Context: an optimization exercise on an open-source flow, tuned for small area, a short achievable clock period and few clock cycles per item. The choices shown serve that exercise and are no tape-out recipe.
No functional check of the RTL was part of any run shown here.

$ cat flow/design.v
module facet_tile (
    input  wire        clk,
    input  wire        rst,
    input  wire        start,
    input  wire [1:0]  cls,           
    input  wire [31:0] crc_in,        
    output wire        idle,
    input  wire        in_valid,
    input  wire [7:0]  in_data,
    output wire        in_ready,
    output reg         out_valid,
    output reg  [63:0] out_data,
    input  wire        out_ready,
    output reg         done,
    output wire [3:0]  done_cause,    
    output wire [7:0]  done_offset,   
    output wire [31:0] done_arg,      
    output wire [31:0] done_crc       
);
    localparam [3:0] P_HDR   = 4'd0,
                     P_U1    = 4'd1,
                     P_C1    = 4'd2,
                     P_E     = 4'd3,
                     P_B1    = 4'd4,
                     P_B2    = 4'd5,
                     P_BMAP  = 4'd6,
                     P_NLEN  = 4'd7,
                     P_NCOD  = 4'd8,
                     P_TRAIL = 4'd9;    
    reg         busy;
    reg         idle_r;       
    reg  [1:0]  cls_q;
    reg  [8:0]  idx;          
    reg  [3:0]  pst;          
    reg         fail;         
    reg  [3:0]  cause;
    reg  [7:0]  offset;
    reg  [31:0] arg;
    reg  [31:0] crc;
    reg  [10:0] p_last;       
    reg         rdy;
    reg         v0, v1;
    reg  [7:0]  h0, h1;
    reg         pend;
    reg  [9:0]  pend_l;
    reg  [7:0]  code_st;
    reg  [7:0]  len_st;       
    reg         bm;           
    reg         run_act;
    reg  [9:0]  run_l;        
    reg  [7:0]  run_code;     
    reg  [2:0]  q;            
    reg  [6:0]  bcnt;         
    reg         ofin;         
    assign idle        = idle_r;
    assign in_ready    = rdy;
    assign done_cause  = cause;
    assign done_offset = offset;
    assign done_arg    = arg;
    assign done_crc    = crc;
    wire [31:0] crc_x = crc ^ out_data[31:0];
    wire [31:0] crc_u = out_data[63:32] ^ {crc_x[16:0], crc_x[31:17]};
    wire [31:0] crc_nx;
    facet_crc64 u_crc (.x(crc_x), .u(crc_u), .y(crc_nx));
    wire [7:0] b = h0;
    wire [8:0] slen_m1 = (9'd256 >> cls_q) - 9'd1;
    wire wr_ok = !out_valid || out_ready;
    wire xfer  = out_valid && out_ready;
    wire       rn_can  = busy && !ofin && !bm && (run_act || pend);
    wire       rn_go   = rn_can && wr_ok;
    wire [9:0] f_l     = run_act ? run_l : pend_l;
    wire       f_on    = f_l[9:3] != bcnt;                    
    wire       f_beat  = f_on || (f_l[2:0] == 3'd7);          
    wire       pend_use = rn_go && !run_act;
    reg  [7:0] ln_plan, ln_sel;
    wire       bt_plan = bm ? (busy && pend) : (rn_can && f_beat);
    integer    k;
    always @(*)
        for (k = 0; k < 8; k = k + 1) begin
            ln_plan[k] = bm ? (busy && pend)
                            : (rn_can && k >= q && (f_on || k <= f_l[2:0]));
            ln_sel[k]  = bm ? pend_l[k] : !run_act;
        end
    wire ip_plain = busy && v0 && (pst != P_NLEN) && (pst != P_BMAP) &&
                    (pst != P_NCOD || !pend);
    wire nlen_go  = busy && v0 && (pst == P_NLEN) && (!pend || idx != slen_m1);
    wire ip_bm    = busy && v0 && (pst == P_BMAP) && !run_act;
    wire ip_acc   = ip_plain || nlen_go || ip_bm;
    wire bm_go    = busy && bm && pend && wr_ok;
    wire [10:0] n_last = p_last + {3'd0, len_st} + 11'd1;
    wire last_byte = (idx == slen_m1 + 9'd1) || (ip_acc && idx == slen_m1);
    wire og_fin    = ofin && wr_ok;
    wire push = in_valid && rdy;
    integer j;
    always @(posedge clk) begin
        if (ip_acc) begin
            h0 <= v1 ? h1 : in_data;
            v0 <= v1 || push;
            h1 <= in_data;
            v1 <= v1 && push;
            rdy <= 1'b1;
        end else begin
            if (!v0) h0 <= in_data;
            else if (!v1) h1 <= in_data;
            v0 <= v0 || push;
            v1 <= v1 || (v0 && push);
            rdy <= !(v1 || (v0 && push));
        end
        begin
            done <= 1'b0;
            if (xfer) begin
                out_valid <= 1'b0;
                crc <= crc_nx;
            end
            for (j = 0; j < 8; j = j + 1)
                if (wr_ok && ln_plan[j])
                    out_data[8*j +: 8] <= ln_sel[j] ? code_st : run_code;
            if (wr_ok && bt_plan) begin
                out_valid <= 1'b1;
                bcnt <= bcnt + 7'd1;
                if (bcnt == 7'd127) ofin <= 1'b1;
            end
            if (rn_go) begin
                q <= f_beat ? 3'd0 : f_l[2:0] + 3'd1;
                if (pend_use) begin
                    pend     <= 1'b0;
                    run_code <= code_st;
                    run_l    <= pend_l;
                end
                run_act <= f_on;
            end
            if (bm_go) begin
                if (run_act) begin
                    pend_l[7:0] <= run_l[7:0];
                    run_act <= 1'b0;
                end else if (ip_bm)
                    pend_l[7:0] <= b;
                else
                    pend <= 1'b0;
            end else if (ip_bm) begin
                if (pend) begin
                    run_l[7:0] <= b;
                    run_act <= 1'b1;
                end else begin
                    pend_l[7:0] <= b;
                    pend <= 1'b1;
                end
            end
            if (ip_acc)
                idx <= idx + 9'd1;
            if (ip_bm && idx == 9'd130)
                pst <= P_TRAIL;
            if (nlen_go) begin
                if (idx == slen_m1) begin
                    fail <= 1'b1; cause <= 4'd6; offset <= idx[7:0];
                    pend <= 1'b1; pend_l <= 10'd1023; code_st <= 8'd0;
                    pst <= P_TRAIL;
                end else begin
                    len_st <= b;
                    pst <= P_NCOD;
                end
            end
            if (ip_plain) begin
                case (pst)
                    P_HDR: begin
                        if (b[4:0] != 5'd0) begin
                            fail <= 1'b1; cause <= 4'd4;
                            pend <= 1'b1; pend_l <= 10'd1023; code_st <= 8'd0;
                            pst <= P_TRAIL;
                        end else case (b[7:5])
                            3'd0: pst <= P_U1;
                            3'd1: begin cause <= 4'd14; pst <= P_C1; end
                            3'd7: begin cause <= 4'd15; pst <= P_E;
                                        pend <= 1'b1; pend_l <= 10'd1023; code_st <= 8'd0; end
                            3'd2: if (cls_q != 2'd0) begin
                                      fail <= 1'b1; cause <= 4'd7;
                                      pend <= 1'b1; pend_l <= 10'd1023; code_st <= 8'd0;
                                      pst <= P_TRAIL;
                                  end else begin
                                      bm  <= 1'b1;
                                      pst <= P_B1;
                                  end
                            3'd3: pst <= P_NLEN;
                            default: begin
                                fail <= 1'b1; cause <= 4'd3;
                                pend <= 1'b1; pend_l <= 10'd1023; code_st <= 8'd0;
                                pst <= P_TRAIL;
                            end
                        endcase
                    end
                    P_U1: begin
                        pend <= 1'b1; pend_l <= 10'd1023; code_st <= b;
                        pst <= P_TRAIL;
                    end
                    P_C1: begin
                        arg[7:0] <= b;
                        pend <= 1'b1; pend_l <= 10'd1023; code_st <= 8'd0;
                        pst <= P_TRAIL;
                    end
                    P_E: begin
                        case (idx[2:0])
                            3'd1:    arg[7:0]   <= b;
                            3'd2:    arg[15:8]  <= b;
                            3'd3:    arg[23:16] <= b;
                            default: arg[31:24] <= b;
                        endcase
                        if (idx[2:0] == 3'd4) pst <= P_TRAIL;
                    end
                    P_B1: begin run_code <= b; pst <= P_B2; end
                    P_B2: begin code_st  <= b; pst <= P_BMAP; end
                    P_NCOD: begin
                        if (n_last[10]) begin
                            fail <= 1'b1; cause <= 4'd6; offset <= idx[7:0] - 8'd1;
                            pend <= 1'b1; pend_l <= 10'd1023; code_st <= 8'd0;
                            pst <= P_TRAIL;
                        end else begin
                            pend <= 1'b1; pend_l <= n_last[9:0]; code_st <= b;
                            p_last <= n_last;
                            pst <= (n_last[9:0] == 10'd1023) ? P_TRAIL : P_NLEN;
                        end
                    end
                    default: if (!fail && b != 8'd0) begin    
                        fail <= 1'b1; cause <= 4'd4; offset <= idx[7:0]; arg <= 32'd0;
                    end
                endcase
            end
            if (busy && last_byte && og_fin) begin
                done   <= 1'b1;
                busy   <= 1'b0;
                idle_r <= 1'b1;
            end
            if (!busy) begin
                busy     <= start;
                idle_r   <= !start;
                cls_q    <= cls;
                crc      <= crc_in;
                idx      <= 9'd0;
                pst      <= P_HDR;
                fail     <= 1'b0;
                cause    <= 4'd0;
                offset   <= 8'd0;
                arg      <= 32'd0;
                p_last   <= 11'h7FF;
                pend     <= 1'b0;
                run_act  <= 1'b0;
                bm       <= 1'b0;
                q        <= 3'd0;
                bcnt     <= 7'd0;
                ofin     <= 1'b0;
            end
        end
        if (rst) begin
            busy      <= 1'b0;
            idle_r    <= 1'b1;
            out_valid <= 1'b0;
            done      <= 1'b0;
            v0        <= 1'b0;
            v1        <= 1'b0;
            rdy       <= 1'b1;
        end
    end
endmodule
module facet_crc64 (
    input  wire [31:0] x,
    input  wire [31:0] u,
    output wire [31:0] y
);
    wire t0, t1, t2, t3, t4, t5, t6, t7, t8, t9, t10, t11, t12, t13, t14, t15, t16, t17, t18, t19, t20, t21, t22, t23, t24, t25, t26, t27, t28, t29, t30, t31, t32, t33, t34, t35, t36, t37, t38, t39, t40, t41, t42, t43, t44, t45, t46, t47, t48, t49, t50, t51, t52, t53, t54, t55, t56, t57, t58, t59, t60, t61, t62, t63, t64, t65, t66, t67, t68, t69, t70, t71, t72, t73, t74, t75, t76, t77, t78, t79, t80, t81, t82, t83, t84, t85, t86, t87, t88, t89, t90, t91, t92, t93, t94, t95, t96, t97, t98, t99, t100, t101, t102, t103, t104, t105, t106, t107, t108, t109, t110, t111, t112, t113, t114, t115, t116, t117, t118, t119, t120, t121, t122, t123, t124, t125, t126, t127, t128, t129, t130, t131, t132, t133, t134, t135, t136, t137, t138, t139, t140, t141, t142, t143, t144, t145, t146, t147, t148, t149, t150, t151;
    assign t0 = u[6] ^ u[15];
    assign t1 = u[23] ^ x[26];
    assign t2 = x[24] ^ x[27];
    assign t3 = x[25] ^ x[28];
    assign t4 = u[1] ^ u[20];
    assign t5 = u[2] ^ u[25];
    assign t6 = u[10] ^ u[26];
    assign t7 = u[21] ^ u[22];
    assign t8 = t1 ^ x[29];
    assign t9 = u[4] ^ u[13];
    assign t10 = u[0] ^ u[19];
    assign t11 = u[29] ^ x[9];
    assign t12 = u[30] ^ x[10];
    assign t13 = u[31] ^ x[11];
    assign t14 = u[8] ^ u[17];
    assign t15 = u[16] ^ x[23];
    assign t16 = u[5] ^ x[30];
    assign t17 = u[27] ^ x[31];
    assign t18 = u[9] ^ x[16];
    assign t19 = u[3] ^ u[28];
    assign t20 = t15 ^ u[7];
    assign t21 = t0 ^ x[7];
    assign t22 = t3 ^ x[22];
    assign t23 = u[18] ^ x[20];
    assign t24 = t2 ^ x[21];
    assign t25 = x[1] ^ x[8];
    assign t26 = x[14] ^ x[19];
    assign t27 = u[14] ^ u[24];
    assign t28 = x[13] ^ x[18];
    assign t29 = t4 ^ u[11];
    assign t30 = x[12] ^ x[17];
    assign t31 = t5 ^ u[12];
    assign t32 = t12 ^ x[0];
    assign t33 = t16 ^ x[15];
    assign t34 = t7 ^ x[4];
    assign t35 = t6 ^ u[28];
    assign t36 = t10 ^ u[14];
    assign t37 = t18 ^ t21;
    assign t38 = t9 ^ x[5];
    assign t39 = t32 ^ x[6];
    assign t40 = t22 ^ x[3];
    assign t41 = t8 ^ t34;
    assign t42 = t14 ^ t19;
    assign t43 = t11 ^ x[2];
    assign t44 = t13 ^ x[19];
    assign t45 = t17 ^ t29;
    assign t46 = t23 ^ t28;
    assign t47 = t7 ^ u[3];
    assign t48 = t14 ^ t33;
    assign t49 = t20 ^ t30;
    assign t50 = u[12] ^ x[27];
    assign t51 = t24 ^ x[3];
    assign t52 = u[23] ^ x[20];
    assign t53 = t36 ^ u[30];
    assign t54 = t9 ^ u[26];
    assign t55 = t37 ^ t41;
    assign t56 = x[2] ^ x[9];
    assign t57 = u[11] ^ u[29];
    assign t58 = t26 ^ u[2];
    assign t59 = t26 ^ u[6];
    assign t60 = t35 ^ x[1];
    assign t61 = t5 ^ t25;
    assign t62 = t2 ^ t27;
    assign t63 = x[21] ^ x[30];
    assign t64 = t39 ^ x[14];
    assign t65 = u[0] ^ x[17];
    assign t66 = t17 ^ t25;
    assign t67 = t0 ^ t40;
    assign t68 = u[18] ^ x[18];
    assign t69 = t23 ^ u[27];
    assign t70 = x[6] ^ x[10];
    assign t71 = u[9] ^ x[4];
    assign t72 = t11 ^ x[6];
    assign t73 = x[5] ^ x[8];
    assign t74 = t21 ^ x[0];
    assign t75 = u[22] ^ u[25];
    assign t76 = t56 ^ u[31];
    assign t77 = x[13] ^ x[23];
    assign t78 = t19 ^ u[24];
    assign t79 = x[15] ^ x[28];
    assign t80 = t63 ^ u[31];
    assign t81 = t4 ^ x[31];
    assign t82 = t24 ^ t43;
    assign t83 = t10 ^ u[8];
    assign t84 = t8 ^ t53;
    assign t85 = t16 ^ t31;
    assign t86 = t3 ^ x[3];
    assign t87 = t54 ^ u[7];
    assign t88 = t13 ^ u[1];
    assign t89 = t42 ^ u[16];
    assign t90 = u[5] ^ x[26];
    assign t91 = t8 ^ t62;
    assign t92 = u[4] ^ x[22];
    assign t93 = t44 ^ t71;
    assign t94 = u[24] ^ x[17];
    assign t95 = t47 ^ x[21];
    assign t96 = t32 ^ t57;
    assign t97 = t37 ^ t38;
    assign t98 = t13 ^ u[27];
    assign t99 = t38 ^ x[24];
    assign t100 = u[23] ^ x[22];
    assign t101 = t45 ^ u[10];
    assign t102 = t50 ^ t58;
    assign t103 = t100 ^ x[29];
    assign t104 = t22 ^ t33;
    assign t105 = x[7] ^ x[18];
    assign t106 = t43 ^ u[21];
    assign t107 = t29 ^ x[12];
    assign t108 = t6 ^ x[23];
    assign t109 = t86 ^ t89;
    assign t110 = t30 ^ t48;
    assign t111 = t51 ^ u[21];
    assign t112 = u[0] ^ u[18];
    assign t113 = t52 ^ t78;
    assign t114 = t49 ^ x[16];
    assign t115 = t66 ^ u[20];
    assign t116 = t49 ^ t91;
    assign t117 = t60 ^ t69;
    assign t118 = t6 ^ x[28];
    assign t119 = x[26] ^ x[29];
    assign t120 = t61 ^ u[5];
    assign t121 = t75 ^ t96;
    assign t122 = t28 ^ x[11];
    assign t123 = t94 ^ t106;
    assign t124 = t1 ^ t9;
    assign t125 = t8 ^ t72;
    assign t126 = t82 ^ t83;
    assign t127 = u[11] ^ x[0];
    assign t128 = t12 ^ t52;
    assign t129 = t0 ^ u[26];
    assign t130 = t44 ^ u[10];
    assign t131 = t115 ^ u[12];
    assign t132 = u[29] ^ x[5];
    assign t133 = t20 ^ u[30];
    assign t134 = t23 ^ u[19];
    assign t135 = t61 ^ t80;
    assign t136 = t93 ^ u[4];
    assign t137 = t40 ^ u[25];
    assign t138 = t127 ^ u[13];
    assign t139 = t19 ^ t77;
    assign t140 = u[20] ^ x[8];
    assign t141 = t130 ^ u[17];
    assign t142 = t10 ^ t92;
    assign t143 = t124 ^ u[3];
    assign t144 = t31 ^ x[31];
    assign t145 = t34 ^ t113;
    assign t146 = t70 ^ x[2];
    assign t147 = t11 ^ t62;
    assign t148 = t18 ^ t27;
    assign t149 = t144 ^ u[24];
    assign t150 = t65 ^ x[4];
    assign t151 = t76 ^ t128;
    assign y[0] = (t45 ^ ((u[28] ^ u[4]) ^ t129)) ^ (t116 ^ ((t18 ^ t56) ^ t120));
    assign y[1] = (((x[10] ^ t0) ^ (t2 ^ t28)) ^ t109) ^ (t123 ^ ((t6 ^ (u[27] ^ u[7])) ^ t85));
    assign y[2] = (((x[11] ^ t119) ^ (t17 ^ t68)) ^ t109) ^ (t121 ^ (t87 ^ (t71 ^ t59)));
    assign y[3] = (t117 ^ t136) ^ (t84 ^ ((t50 ^ (u[7] ^ t132)) ^ t110));
    assign y[4] = ((t20 ^ t46) ^ t84) ^ ((t72 ^ t135) ^ (t99 ^ ((u[8] ^ x[17]) ^ t118)));
    assign y[5] = ((t42 ^ t59) ^ t114) ^ (((x[25] ^ t1) ^ t135) ^ (t39 ^ (t105 ^ t142)));
    assign y[6] = (((x[15] ^ x[16]) ^ t103) ^ (t44 ^ t46)) ^ (((t30 ^ t5) ^ (t57 ^ (u[14] ^ u[27]))) ^ (t74 ^ t89));
    assign y[7] = (((u[17] ^ u[3]) ^ t46) ^ t84) ^ ((t59 ^ t45) ^ (t82 ^ t85));
    assign y[8] = ((t80 ^ t81) ^ t67) ^ (((t12 ^ (u[21] ^ x[15])) ^ t102) ^ (t87 ^ (t134 ^ t78)));
    assign y[9] = ((t88 ^ (t25 ^ t30)) ^ t126) ^ (t145 ^ ((t79 ^ (u[9] ^ x[22])) ^ (t129 ^ t138)));
    assign y[10] = (((u[12] ^ u[22]) ^ t24) ^ (t35 ^ (x[31] ^ t12))) ^ (((t28 ^ t57) ^ (t73 ^ t90)) ^ t67);
    assign y[11] = ((t50 ^ t138) ^ (t150 ^ t22)) ^ ((t59 ^ t98) ^ (t125 ^ t133));
    assign y[12] = (((u[26] ^ x[18]) ^ t31) ^ ((x[28] ^ t140) ^ (t17 ^ (u[11] ^ u[16])))) ^ (t97 ^ (t151 ^ t48));
    assign y[13] = (t111 ^ t141) ^ ((t107 ^ t143) ^ (((u[15] ^ x[1]) ^ t146) ^ (t31 ^ (x[23] ^ t112))));
    assign y[14] = (t131 ^ t137) ^ (t55 ^ (((u[13] ^ u[7]) ^ (x[11] ^ x[9])) ^ (t134 ^ t139)));
    assign y[15] = ((t20 ^ t35) ^ (t38 ^ (t140 ^ t27))) ^ (t126 ^ (((x[10] ^ x[12]) ^ (x[14] ^ x[30])) ^ t41));
    assign y[16] = (t137 ^ (((u[15] ^ u[23]) ^ (u[9] ^ x[11])) ^ t147)) ^ ((t39 ^ t45) ^ (t48 ^ ((x[13] ^ x[5]) ^ (t65 ^ t7))));
    assign y[17] = (t55 ^ t64) ^ (((t3 ^ t68) ^ t60) ^ ((t88 ^ (x[12] ^ t15)) ^ t149));
    assign y[18] = ((t36 ^ t81) ^ t141) ^ (t97 ^ ((u[22] ^ t11) ^ (t139 ^ t33)));
    assign y[19] = (((x[23] ^ x[27]) ^ (t119 ^ (u[25] ^ u[9]))) ^ t117) ^ (t123 ^ t64);
    assign y[20] = (t60 ^ (t98 ^ (x[30] ^ t105))) ^ (t121 ^ ((t79 ^ (u[19] ^ x[2])) ^ t51));
    assign y[21] = ((t31 ^ (u[1] ^ t90)) ^ t136) ^ (t67 ^ (t133 ^ t147));
    assign y[22] = ((t148 ^ t150) ^ (t38 ^ t42)) ^ (t101 ^ ((t25 ^ t3) ^ t151));
    assign y[23] = (t111 ^ t114) ^ (t131 ^ ((t70 ^ (u[23] ^ u[6])) ^ ((t13 ^ t132) ^ (t6 ^ t68))));
    assign y[24] = (((x[6] ^ t14) ^ (t15 ^ (x[19] ^ x[27]))) ^ t55) ^ ((t120 ^ t53) ^ ((t122 ^ t22) ^ (t54 ^ t81)));
    assign y[25] = ((t76 ^ (t16 ^ t4)) ^ t116) ^ (((t73 ^ (u[17] ^ u[9])) ^ t74) ^ ((t118 ^ t47) ^ (t58 ^ t69)));
    assign y[26] = ((t46 ^ t86) ^ t110) ^ (((x[26] ^ t18) ^ t95) ^ ((t4 ^ t108) ^ (t146 ^ t36)));
    assign y[27] = ((t142 ^ t58) ^ t101) ^ (t55 ^ (t51 ^ (u[18] ^ t122)));
    assign y[28] = ((t73 ^ t20) ^ t145) ^ (((u[10] ^ t10) ^ t102) ^ (t104 ^ t107));
    assign y[29] = (((x[20] ^ t14) ^ (t77 ^ t79)) ^ t149) ^ ((t125 ^ t95) ^ (t99 ^ ((u[6] ^ x[16]) ^ t29)));
    assign y[30] = ((t24 ^ t47) ^ t64) ^ (((t112 ^ (x[25] ^ x[7])) ^ t85) ^ (t87 ^ (t103 ^ t148)));
    assign y[31] = ((t108 ^ t66) ^ (t83 ^ t88)) ^ (((t27 ^ t75) ^ t104) ^ (t143 ^ t74));
endmodule
$ cat flow/run.sh
#!/bin/bash
# synth_recipe.tcl (not shown) runs the flow's synth.tcl, then flattens the netlist and writes it again
# the make line also repeats each setting of config.mk as NAME=value (left out here)
make -C /OpenROAD-flow-scripts/flow DESIGN_CONFIG=/design/flow/config.mk WORK_HOME=/design/flow/orfs CLKGATE_MAP_FILE= SYNTH_SCRIPT=/design/flow/synth_recipe.tcl finish
$ cat flow/config.mk
export PLATFORM = sky130hd
export DESIGN_NAME = facet_tile
export DESIGN_NICKNAME = facet_tile
export VERILOG_FILES = /design/flow/design.v
export SDC_FILE = /design/flow/constraint.sdc
export NUM_CORES = 4
export LEC_CHECK = 0
export CAP_MARGIN = 20
export CORE_MARGIN = 2
export CORE_UTILIZATION = 30
export CTS_CLUSTER_DIAMETER = 100
export CTS_CLUSTER_SIZE = 30
export PLACE_DENSITY = 0.5
export SLEW_MARGIN = 20
$ cat flow/constraint.sdc
create_clock -name core_clock -period 10.0 [get_ports {clk}]
set_input_delay 2.0000 -clock core_clock [delete_from_list [all_inputs] [get_ports {clk}]]
set_output_delay 2.0000 -clock core_clock [all_outputs]
set_load 0.01 [all_outputs]
==> impl_metrics.toml, run 1 <==
[logic_synthesis]
synth-async-reset-ratio = 0
synth_top_area_cell = "sky130_fd_sc_hd__edfxtp_1"
synth_commonest_cells = "sky130_fd_sc_hd__xnor2_1, sky130_fd_sc_hd__nor2_1, sky130_fd_sc_hd__dfxtp_1, sky130_fd_sc_hd__edfxtp_1, sky130_fd_sc_hd__nand2_1"
synth.net_count = 1693
synth_enable_flop_cells = 124
postSynthCellCount = 1626
yosys.cell_types.count = 64
synth.ff_latch_count = 248
synthMostInstantiatedCell = "sky130_fd_sc_hd__xnor2_1"
seq_area_frac_synth = 0.3637
post_synth.cell_area_avg_um2 = 10.49
synth_area_um2 = 17060
synth.area.top_cells = "sky130_fd_sc_hd__edfxtp_1, sky130_fd_sc_hd__xnor2_1, sky130_fd_sc_hd__dfxtp_1, sky130_fd_sc_hd__mux2_2, sky130_fd_sc_hd__xor2_1"
yosys_warnings = 1
synth_top_cell_area_share = 0.2182
synth_top_flop_cell = "sky130_fd_sc_hd__edfxtp_1"

[routing]
drt_first_iter_violations = 795
met2_wirelength_um = 29470
drt_wl_total_um = 61560
via_count = 12660
routed.top_layer = "met4"
antenna_violating_nets_post_route = 0
drt_drc_violations_left = 0
vias_per_cell = 4.959
routedWlPerCell_um = 24.11
route.met3.wl_um = 3528
detail_route.wirelength.met1_um = 26270
first_pass_iters = 6

[place]
placedCellCount = 2520
globalplace.congestion = 0.9716
placedInstanceArea_um2 = 19800
hpwl_um = 48210
io_buffer_count = 190

[setup_path]
path_cells = "buf_4 -> nand2_1 -> a21oi_1 -> a21boi_0 -> o211ai_1 -> a21oi_1 -> o22ai_1"
critPathBufInv = 1
worstPathMaxFanout = 54
worst_path_max_delay_cell = "sky130_fd_sc_hd__a21oi_1"
arrival_ns = 4.29
critical_path_end_type = "flop"
critical-path-top-cell-by-count = "sky130_fd_sc_hd__a21oi_1"
worst-endpoint-required_ns = 10.42
cp_slowest_stage_delay_ns = 0.88
cp_top_family = "compound AO/OA/AOI/OAI gates"
worst-setup-path-type = "reg2reg"
critical_path_startpoint_category = "flop"

[timing]
rsz0062_at_grt = "false"
worst-slew-pin-transition_ns = 1.105
min_period_ns = 3.872
fmax_ghz = 0.2583
final_min_period_over_clock_period = 0.3872
finalSetupViolations = 0
clock-skew-final_ns = 0.04567
drv_slew = 0
slew_headroom = 0.2607
fin_tns_setup_ns = 0
final-hold-violation-count = 0

[hold_path]
timing.hold.worst.class = "reg2reg"

[grt]
via_count_of_the_first_global_routing_pass = 12684
grt_start_max_net_pins = 60
grt_use_total = 0.2049
antenna_found_initial = 2
grt_residual_overflow = 0
wire_length_of_the_first_global_routing_pass_um = 89660

[final_layout]
drive_gt1_frac = 0.1420
final_cell_count_no_fill = 2553
fillers = 5653
seq_area_um2 = 6210
multiInputGateArea_um2 = 10530
layout.nets = 1851
post-route-cell-area_um2 = 20520
area.growth.synth_to_final_pct = 20.29

[clock_network]
clkSinkCount = 248
post-cts-setup-buffers = 0
clock-root-buffer = "sky130_fd_sc_hd__clkbuf_16"
cts-hold-fix-buffers = 0
worst_setup_hold_path_clk_slew_ns = 0.12
clk-insertion-delay-late_ns = 0.57
tritoncts_buffers = 18
post_cts_resize_count = 0
htree_levels = 1
clockBufferDepth = 3
tritoncts = "done"

[floorplanning]
placeableCoreArea_um2 = 56280
io_pins = 191
core.rowCount = 87
dieArea_um2 = 58790
floorplan.die.width_um = 242.5
initial_core_utilization = 0.3032
die_span_in_y_um = 242.5

[run]
max_cap_violations = 0

[run_status]
outcome = "complete, no violations"
==> registers in the layout, summed over array words and instances, names as in the netlist, 9 cells and up <==
register,count
pend_l,10
run_l,10
arg,32
out_data,64
crc,32
idx,9
p_last,11
==> cell usage in the layout (no fill, tap or decap), drive strengths merged, types with 4 or more instances in the layout <==
cell type and n:
mux2 95, nand3 12, a211oi 7, a31oi 9, xor2 138, nor3 23, and2 11, and3 5
mux2i 74, or2 6, clkdlybuf4s50 190, o21ai 51, nor2b 11, buf 19, ha 19, nand4 11
dfxtp 124, nand2 101, a22oi 13, nand2b 7, nor2 139, or3 6, clkbuf 19, a22o 9
clkinv 6, a21boi 4, inv 26, a21oi 84, nor4 8, o22ai 18, edfxtp 124, xnor2 369
a21o 4, o21a 6, o211ai 16
==> through the flow <==
step / util / setup WS, ns / hold slack, ns
2_1_floorplan: - / 6.563 / 0.4244
3_3_place_gp: 0.3519 / 5.764 / 0.4429
3_5_place_dp: 0.3519 / 5.731 / 0.4609
4_1_cts: 0.3645 / 6.148 / 0.4764
5_1_grt: 0.3646 / 5.907 / 0.5060
6_report: 0.3647 / 6.128 / 0.4729
==> worst paths after layout <==
kind | slack [ns] | endpoint | cells past startpoint | startpoint
setup / recovery | 6.13 | pend_l[5]$_DFF_P_ | 7 | busy$_SDFF_PP0_
hold / removal | 0.47 | p_last[10]$_SDFFE_PN1P_ | 2 | p_last[10]$_SDFFE_PN1P_
setup reg to reg | 6.13 | pend_l[5]$_DFF_P_ | 7 | busy$_SDFF_PP0_
hold reg to reg | 0.47 | p_last[10]$_SDFFE_PN1P_ | 2 | p_last[10]$_SDFFE_PN1P_
==> final cells by class <==
| type | count | area share |
|---|---|---|
| flip-flops and latches | 248 | 0.3026 |
| inverters | 21 | 0.003841 |
| multi-input cells | 1286 | 0.5131 |
| clock buffers | 19 | 0.02317 |
| repair buffers | 209 | 0.09962 |
| diodes | 1 | 0.0001219 |
| well taps | 756 | 0.04609 |
| clock inverters | 13 | 0.01152 |
==> worst min-delay path, stage by stage, from the launching register on <==
cell and delay (ns):
sky130_fd_sc_hd__dfxtp_1 0.34, sky130_fd_sc_hd__nand2_1 0.06, sky130_fd_sc_hd__nand2_1 0.05
==> cell families after synthesis <==
| group | after synthesis | synth area share |
|---|---|---|
| adder cells (fa/ha/maj) | 20 | 0.01511 |
| buffers and inverters | 92 | 0.02031 |
| AND/OR/NAND/NOR | 349 | 0.09204 |
| flip-flops | 248 | 0.3637 |
| multiplexers | 169 | 0.1061 |
| XOR/XNOR | 507 | 0.3159 |
| AO/OA/AOI/OAI | 241 | 0.08676 |
==> metal layers <==
metal	global-route usage	vias to the layer above
met5	0	-
met2	0.3493	412
met4	0.07208	0
met3	0.03467	106
met1	0.2606	6241
li1	-	5901
==> inputs of run 2 (changes only) <==
--- a/flow/config.mk
+++ b/flow/config.mk
@@ -13,2 +13,3 @@
 export PLACE_DENSITY = 0.5
 export SLEW_MARGIN = 20
+export SYNTH_HIERARCHICAL = 1
==> impl_metrics.toml, run 2 <==
[routing]
via_count = 13364
antenna_violating_nets_post_route = 0
vias_per_cell = 5.206
first_pass_iters = 5
drt_first_iter_violations = 1033
routedWlPerCell_um = 25.05
drt_drc_violations_left = 0
drt_wl_total_um = 64300

[logic_synthesis]
synth_top_cell_area_share = 0.2114
postSynthCellCount = 1657
synthMostInstantiatedCell = "sky130_fd_sc_hd__xnor2_1"
synth-async-reset-ratio = 0
synth_area_um2 = 17620
synth.area.top_cells = "sky130_fd_sc_hd__edfxtp_1, sky130_fd_sc_hd__dfxtp_1, sky130_fd_sc_hd__xnor2_1, sky130_fd_sc_hd__xnor3_1, sky130_fd_sc_hd__xor2_1"
yosys.cell_types.count = 96
post_synth.cell_area_avg_um2 = 10.63
seq_area_frac_synth = 0.3523
synth_enable_flop_cells = 124
synth_top_area_cell = "sky130_fd_sc_hd__edfxtp_1"
synth.ff_latch_count = 248
yosys_warnings = 7
synth.net_count = 1724
synth_commonest_cells = "sky130_fd_sc_hd__xnor2_1, sky130_fd_sc_hd__xor2_1, sky130_fd_sc_hd__dfxtp_1, sky130_fd_sc_hd__edfxtp_1, sky130_fd_sc_hd__nor2_1"
synth_top_flop_cell = "sky130_fd_sc_hd__edfxtp_1"

[clock_network]
cts-hold-fix-buffers = 0
htree_levels = 1
tritoncts_buffers = 18
post-cts-setup-buffers = 0
clockBufferDepth = 3
clock-root-buffer = "sky130_fd_sc_hd__clkbuf_16"
clk-insertion-delay-late_ns = 0.58
worst_setup_hold_path_clk_slew_ns = 0.09
tritoncts = "done"
post_cts_resize_count = 0
clkSinkCount = 248

[final_layout]
drive_gt1_frac = 0.1176
mostFrequentLayoutCells = "sky130_fd_sc_hd__xnor2_1, sky130_fd_sc_hd__clkdlybuf4s50_1, sky130_fd_sc_hd__xor2_1"
layout.cells.most_common = "sky130_fd_sc_hd__xnor2_1"
reg_top3 = "out_data: 64 flops, arg: 32 flops, crc: 32 flops"
layout.nets = 1857
max_ffs_per_register = 64
largest_register = "out_data"
antenna_cells_inserted = 0
area.growth.synth_to_final_pct = 18.62

[floorplanning]
die_span_in_y_um = 246.3
dieArea_um2 = 60680
floorplan.die.width_um = 246.3
placeableCoreArea_um2 = 57920
core.rowCount = 88
io_pins = 191
initial_core_utilization = 0.3042

[run]
max_cap_violations = 0

[hold_path]
hold_path_depth = 1
timing.hold.worst.class = "reg2reg"

[place]
globalplace.congestion = 0.9751
hpwl_um = 50000
io_buffer_count = 190
preCtsSetupSlack_ns = 4.987

[grt]
antenna_found_initial = 0
wire_length_of_the_first_global_routing_pass_um = 92720
grt_start_max_net_pins = 62
grt_use_total = 0.2075
via_count_of_the_first_global_routing_pass = 13210
grt_residual_overflow = 0

[timing]
min_period_ns = 4.184
fmax_ghz = 0.2390
final-hold-violation-count = 0
clock-skew-final_ns = 0.06275
worst-slew-pin-transition_ns = 1.086
slew_headroom = 0.2678
fin_tns_setup_ns = 0
finalSetupViolations = 0
rsz0062_at_grt = "false"
final_min_period_over_clock_period = 0.4184
setup_ws_ns = 5.816
drv_slew = 0

[setup_path]
worst_path_max_delay_cell = "sky130_fd_sc_hd__xor2_1"
worstPathMaxFanout = 5
worst-endpoint-required_ns = 10.29
path_cells = "xor2_1 -> xor2_1 -> xor2_1 -> xnor2_1 -> xnor3_1 -> xnor2_1 -> xnor2_1 -> mux2_2"
critical_path_startpoint_category = "flop"
worst-setup-path-type = "reg2reg"
r2r_start = "out_data[9]$_DFFE_PP_"
r2r.worst_path.cells = 8
r2r-end = "crc[21]$_DFFE_PP_"
setup.worst_path.start = "out_data[9]$_DFFE_PP_"
cp_slowest_stage_delay_ns = 0.74
critical_path_end_type = "flop"
worst_setup_path_endpoint = "crc[21]$_DFFE_PP_"
arrival_ns = 4.48
reg2reg_slack_ns = 5.82

[run_status]
outcome = "complete, no violations"
## run 2: cell types whose count changed after synthesis, sizes merged, moves of 9 or more
cell | previous run | this run
nand2 | 101 | 76
xnor2 | 369 | 288
nand4 | 11 | 2
o21ai | 51 | 62
mux2 | 95 | 114
buf | 6 | 47
nand3 | 12 | 21
xor2 | 138 | 129
o22ai | 18 | 4
nor2 | 139 | 106
xnor3 | 0 | 53
a21oi | 84 | 64
mux2i | 74 | 56
## run 2: final cells by class
cell class                 count  area, µm²
fill                        5844      37020
multi-input combinational   1276      10870
clock buffer                  19      454.2
tap                          765      957.2
inverter                      23      86.33
clock inverter                13      177.7
sequential                   248       6207
timing repair buffer         223       2150
## run 2: kinds of logic after synthesis
kind of cell	Yosys count	synth area share
buffers and inverters	133	0.03246
AND/OR/NAND/NOR	319	0.09297
AO/OA/AOI/OAI	293	0.1155
XOR/XNOR	474	0.2875
multiplexers	170	0.1047
adder cells (fa/ha/maj)	20	0.01463
flip-flops	248	0.3523
## run 2: worst min path at each step
stage	start	endpoint	slack, ns
after floorplan	h0[6]$_DFFE_PP_	len_st[6]$_DFFE_PP_	0.42
after global placement	bcnt[6]$_SDFFE_PN0P_	bcnt[6]$_SDFFE_PN0P_	0.47
after detailed placement	bcnt[6]$_SDFFE_PN0P_	bcnt[6]$_SDFFE_PN0P_	0.48
after CTS	bcnt[6]$_SDFFE_PN0P_	bcnt[6]$_SDFFE_PN0P_	0.50
after global routing	bcnt[6]$_SDFFE_PN0P_	bcnt[6]$_SDFFE_PN0P_	0.52
final	bcnt[6]$_SDFFE_PN0P_	bcnt[6]$_SDFFE_PN0P_	0.49
## run 2: per-layer routing
layer  wire length (µm)  part of all wire  vias up  track usage
met4               1481             0.023        0      0.04536
met1              29380              0.46     6678       0.2848
li1                   -                 -     6153            -
met2              29600              0.46      462       0.3414
met3               3830             0.060       71      0.03453
met5                  0                 0        -            0
## run 2: per-module statistics from Yosys, one instance, submodules excluded
module,cells,cell area (µm²),times used,flops+latches
facet_crc64,420,4443,1,0
facet_tile,1237,13170,1,248
## run 2: critical path: cells and delay by family, from the launching register on
family        cells  cell delay (ns)
XOR/XNOR          7             3.10
flip-flops        1             0.49
multiplexers      1             0.31
## run 2: per-stage QoR
stage | hold WS, ns | util | area, µm² | std cells
after detailed placement | 0.4841 | 0.3498 | 20260 | 2535
after global placement | 0.4651 | 0.3496 | 20250 | 2535
after floorplan | 0.4244 | - | 17620 | 1657
final | 0.4921 | 0.3608 | 20900 | 2567
after global routing | 0.5221 | 0.3608 | 20900 | 2567
after CTS | 0.4993 | 0.3607 | 20890 | 2567

## re-timing with driven ports
No port has a modelled driver above. Below, the same layouts with a new extraction and two added sets of constraints.
Step 1 sets driving cells, clkbuf_16 on the clock port and buf_2 on the other inputs (assumed; they add their load-dependent delay and slew).
Step 2 adds t to the input delays and takes it off the output delays; t is the mean of the earliest and latest rising clock arrival at the registers after step 1. Input paths then give back, and output paths get back, about the clock's delay inside the block.
a / b / c = ideal ports / drivers / drivers and shift; a / b = the first two.
run	t (ns)	setup slack, ns	worst setup path after step 2	latest minus earliest clock arrival (ns)
run 1	0.605	6.128 / 6.118 / 5.731	input to register	0.047 / 0.047
run 2	0.607	5.816 / 5.816 / 5.307	input to register	0.063 / 0.063
After both steps every run listed still meets setup and hold. The setup slack of run 2, which loses most, moves by 0.000 ns with the drivers and by -0.509 ns with both steps.
